Source: an optimization exercise on an open RTL-to-GDS flow (aim: small area and a short achievable clock period). Production flows keep margins and buffers that such runs may drop.
Power figures rest on the tool's default switching activity, not on a simulated workload.

==> lagoon <==
==> flow/design.v (excerpt) <==
module adc_correct (
    input  wire        clk,
    input  wire        rst,           
    input  wire        cfg_we,
    input  wire [4:0]  cfg_addr,      
    input  wire [31:0] cfg_wdata,
    input  wire        swap,          
    output wire        active_half,
    input  wire        in_valid,
    input  wire [15:0] in_code,
    output reg         out_valid,
    output reg  [23:0] out_sample,
    output reg         out_sat
);
==> flow/config.mk <==
export PLATFORM = sky130hd
export DESIGN_NAME = adc_correct
export DESIGN_NICKNAME = adc_correct
export VERILOG_FILES = /design/flow/design.v
export SDC_FILE = /design/flow/constraint.sdc
export NUM_CORES = 4
export LEC_CHECK = 0
export CAP_MARGIN = 20
export CORE_MARGIN = 2
export CORE_UTILIZATION = 40
export CTS_CLUSTER_DIAMETER = 80
export CTS_CLUSTER_SIZE = 30
export SLEW_MARGIN = 20
==> flow/constraint.sdc <==
create_clock -name core_clock -period 22.0 [get_ports {clk}]
set_input_delay 4.4000 -clock core_clock [delete_from_list [all_inputs] [get_ports {clk}]]
set_output_delay 4.4000 -clock core_clock [all_outputs]
set_load 0.01 [all_outputs]
standard.sh (not shown) runs the stock make flow with config.mk's settings and CLKGATE_MAP_FILE= SYNTH_SCRIPT=/design/flow/synth_recipe.tcl, a recipe that flattens the netlist after the stock synthesis.
==> flow/flow/run.sh <==
#!/bin/bash
# The standard layout (standard.sh, unchanged synthesis) with two changes to
# how the layout is optimised; the constraints and clock are the standard flow's own:
#  - repair_timing keeps 16.4 ns of extra setup slack (sizes for a ~6 ns period)
#  - the port buffers are buf_4 cells instead of the resizer's default pick
set -euo pipefail
cd "$(dirname "$0")/.."
bash standard.sh SETUP_SLACK_MARGIN=16.4 "BUFFER_PORTS_ARGS=-buffer_cell sky130_fd_sc_hd__buf_4" finish > standard_flow.log 2>&1
==> inputs of fjord, as changes to lagoon <==
--- a/flow/design.v
+++ b/flow/design.v
@@ -12,25 +12,35 @@
     output reg  [23:0] out_sample,
     output reg         out_sat
 );
     reg        half;                      
     reg        half_n;                    
     assign active_half = half;
-    wire       gain_ok = |cfg_wdata[23:0];      
-    wire       we0 = cfg_we & ~half_n;          
-    wire       we1 = cfg_we & half_n;
-    wire       wo0 = we0 & (cfg_addr == 5'd0);
-    wire       wo1 = we1 & (cfg_addr == 5'd0);
-    wire       wg0 = we0 & (cfg_addr == 5'd1) & gain_ok;
-    wire       wg1 = we1 & (cfg_addr == 5'd1) & gain_ok;
+    reg        w_we;
+    reg        w_h1;                            
+    reg [4:0]  w_addr;
+    reg [31:0] w_data;
+    always @(posedge clk) begin
+        w_we   <= cfg_we & ~rst;
+        w_h1   <= half_n;
+        w_addr <= cfg_addr;
+        w_data <= cfg_wdata;
+    end
+    wire       gain_ok = |w_data[23:0];         
+    wire       we0 = w_we & ~w_h1;
+    wire       we1 = w_we & w_h1;
+    wire       wo0 = we0 & (w_addr == 5'd0);
+    wire       wo1 = we1 & (w_addr == 5'd0);
+    wire       wg0 = we0 & (w_addr == 5'd1) & gain_ok;
+    wire       wg1 = we1 & (w_addr == 5'd1) & gain_ok;
     wire [15:0] wl0, wl1;
     genvar gi;
     generate
         for (gi = 0; gi < 16; gi = gi + 1) begin : g_wdec
-            assign wl0[gi] = we0 & (cfg_addr == gi + 2);
-            assign wl1[gi] = we1 & (cfg_addr == gi + 2);
+            assign wl0[gi] = we0 & (w_addr == gi + 2);
+            assign wl1[gi] = we1 & (w_addr == gi + 2);
         end
     endgenerate
     reg [23:0] ofs_t0, ofs_t1, gain_t0, gain_t1;
     reg        ofs_id0, ofs_id1, gain_id0, gain_id1;    
     reg [15:0] lin_id0, lin_id1;
     always @(posedge clk) begin
@@ -49,47 +59,53 @@
             if (wg1) gain_id1 <= 1'b0;
             lin_id0 <= lin_id0 & ~wl0;
             lin_id1 <= lin_id1 & ~wl1;
         end
     end
     always @(posedge clk) begin
-        if (wo0) ofs_t0 <= cfg_wdata[23:0];
-        if (wo1) ofs_t1 <= cfg_wdata[23:0];
-        if (wg0) gain_t0 <= cfg_wdata[23:0];
-        if (wg1) gain_t1 <= cfg_wdata[23:0];
+        if (wo0) ofs_t0 <= w_data[23:0];
+        if (wo1) ofs_t1 <= w_data[23:0];
+        if (wg0) gain_t0 <= w_data[23:0];
+        if (wg1) gain_t1 <= w_data[23:0];
     end
     reg [31:0] lin_t0 [0:15];
     reg [31:0] lin_t1 [0:15];
     generate
         for (gi = 0; gi < 16; gi = gi + 1) begin : g_lin
             always @(posedge clk) begin
-                if (wl0[gi]) lin_t0[gi] <= cfg_wdata;
-                if (wl1[gi]) lin_t1[gi] <= cfg_wdata;
+                if (wl0[gi]) lin_t0[gi] <= w_data;
+                if (wl1[gi]) lin_t1[gi] <= w_data;
             end
         end
     endgenerate
     wire [3:0]  q_in = {~in_code[15], in_code[14:12]};
     wire [15:0] qd_in;
     generate
         for (gi = 0; gi < 16; gi = gi + 1) begin : g_qdec
             assign qd_in[gi] = (q_in == gi);
         end
     endgenerate
+    wire [15:0] lin_idn0 = lin_id0 & ~wl0;
+    wire [15:0] lin_idn1 = lin_id1 & ~wl1;
+    wire        ofs_idn0 = ofs_id0 & ~wo0;
+    wire        ofs_idn1 = ofs_id1 & ~wo1;
+    wire        gain_idn0 = gain_id0 & ~wg0;
+    wire        gain_idn1 = gain_id1 & ~wg1;
     reg        a_valid;
     reg [15:0] a_code;
     reg [15:0] a_lsel0, a_lsel1;      
     reg [1:0]  a_osel, a_gsel;        
     reg        a_gid;                 
     always @(posedge clk) begin
         a_valid <= ~rst & in_valid;
         a_code  <= in_code;
-        a_lsel0 <= qd_in & {16{half_n}}  & ~lin_id0;
-        a_lsel1 <= qd_in & {16{~half_n}} & ~lin_id1;
-        a_osel  <= {~half_n & ~ofs_id1, half_n & ~ofs_id0};
-        a_gsel  <= {~half_n & ~gain_id1, half_n & ~gain_id0};
-        a_gid   <= half_n ? gain_id0 : gain_id1;
+        a_lsel0 <= qd_in & {16{half_n}}  & ~lin_idn0;
+        a_lsel1 <= qd_in & {16{~half_n}} & ~lin_idn1;
+        a_osel  <= {~half_n & ~ofs_idn1, half_n & ~ofs_idn0};
+        a_gsel  <= {~half_n & ~gain_idn1, half_n & ~gain_idn0};
+        a_gid   <= half_n ? gain_idn0 : gain_idn1;
     end
     reg  [31:0] lin;
     integer k;
     always @(*) begin
         lin = 32'd0;
         for (k = 0; k < 16; k = k + 1)
- CORE_UTILIZATION: 40 -> 52
==> comparison <==
Of lagoon and fjord, fjord has the higher count of clock-buffer cells in the layout (gap 15). Between fjord and lagoon, the lower routed wire length is in lagoon (gap about 0.7%, measured against lagoon). Against fjord, the global-route usage of lagoon is lower by 7.1 points. Against lagoon, the via count of fjord is higher by 0.39%. Against lagoon, the combinational power of fjord is lower by about 3%. Of fjord and lagoon, fjord has the higher setup slack (gap 0.072 ns). Of fjord and lagoon, fjord has the higher sequential share of layout area (gap 0.95 points). Sequential power: lagoon is smaller than fjord (about 2%). Between lagoon and fjord, the lower area after synthesis is in lagoon (gap 1.2%, measured against fjord). In lagoon the critical path depth is higher than in fjord, by 3. Flip-flop and latch count: lagoon is lower than fjord (39).
==> figures <==
metric	lagoon	fjord
End-of-flow core utilization	44.0%	56.7%
DR iter-0 viols	5600	5310
Status	complete, no violations	complete, no violations
Crit path largest cell delay	0.59 ns	0.36 ns
Non-clock inverter total of the final layout	376	374
Total clock network power	0.00156 W	0.00163 W
Routed length on met3	20000 microns	19100 microns
Fraction of power consumed by sequential logic	48.9%	49.4%
Non-clk bufs	255	252
Tapcell count	2310	1768
Routability-driven placement congestion ratio	0.839	0.831
Seq/total area	53.3%	54.3%
Internal Pwr Total	0.00433 W	0.00447 W
P_seq	0.00313 W	0.00321 W
Total vias in the final route	44015	44188
Clock buffer and inverter area fraction after layout	2.97%	3.22%
Number of clock-tree buffers in the layout	82	97
Final #Nets	5609	5638
Number of cells traversed by the worst register-to-register path	18	20
Critical path endpoint category	register	output port
Syn Inst Count	5050	5074
Filler Cells Inserted	15376	10884
Vias per Instance	5.98	6.43
No functional check of the RTL was part of any run of this note.

[separate check: timing with driven ports]
The results above use ideal ports. As a check the final layouts listed here were re-extracted and re-timed, cells and wires unchanged. Step 1 (the two cells are an assumption about what drives the block):
set clk [get_ports {clk}]
set_driving_cell -lib_cell sky130_fd_sc_hd__clkbuf_16 $clk
set_driving_cell -lib_cell sky130_fd_sc_hd__buf_2 [delete_from_list [all_inputs] $clk]
Step 2 times the ports against the registers' clock, not the clock port: input delays grow and output delays shrink by t, the midpoint of the rising clock arrivals with the driver on. Three values: ideal, step 1, step 2; two values: the first two.
run	t (ns)	slack for setup (ns)	slew at the worst register clock pin (ns)	worst slew at a driven data input, ns
lagoon	0.797	16.348 / 16.326 / 15.622	0.12 / 0.12	0.14
fjord	0.776	16.420 / 16.340 / 16.479	0.12 / 0.12	0.09
After both steps setup and hold are still met in every run listed. For lagoon, which loses most, drivers alone change the setup slack by -0.022 ns; drivers and shift together by -0.726 ns.
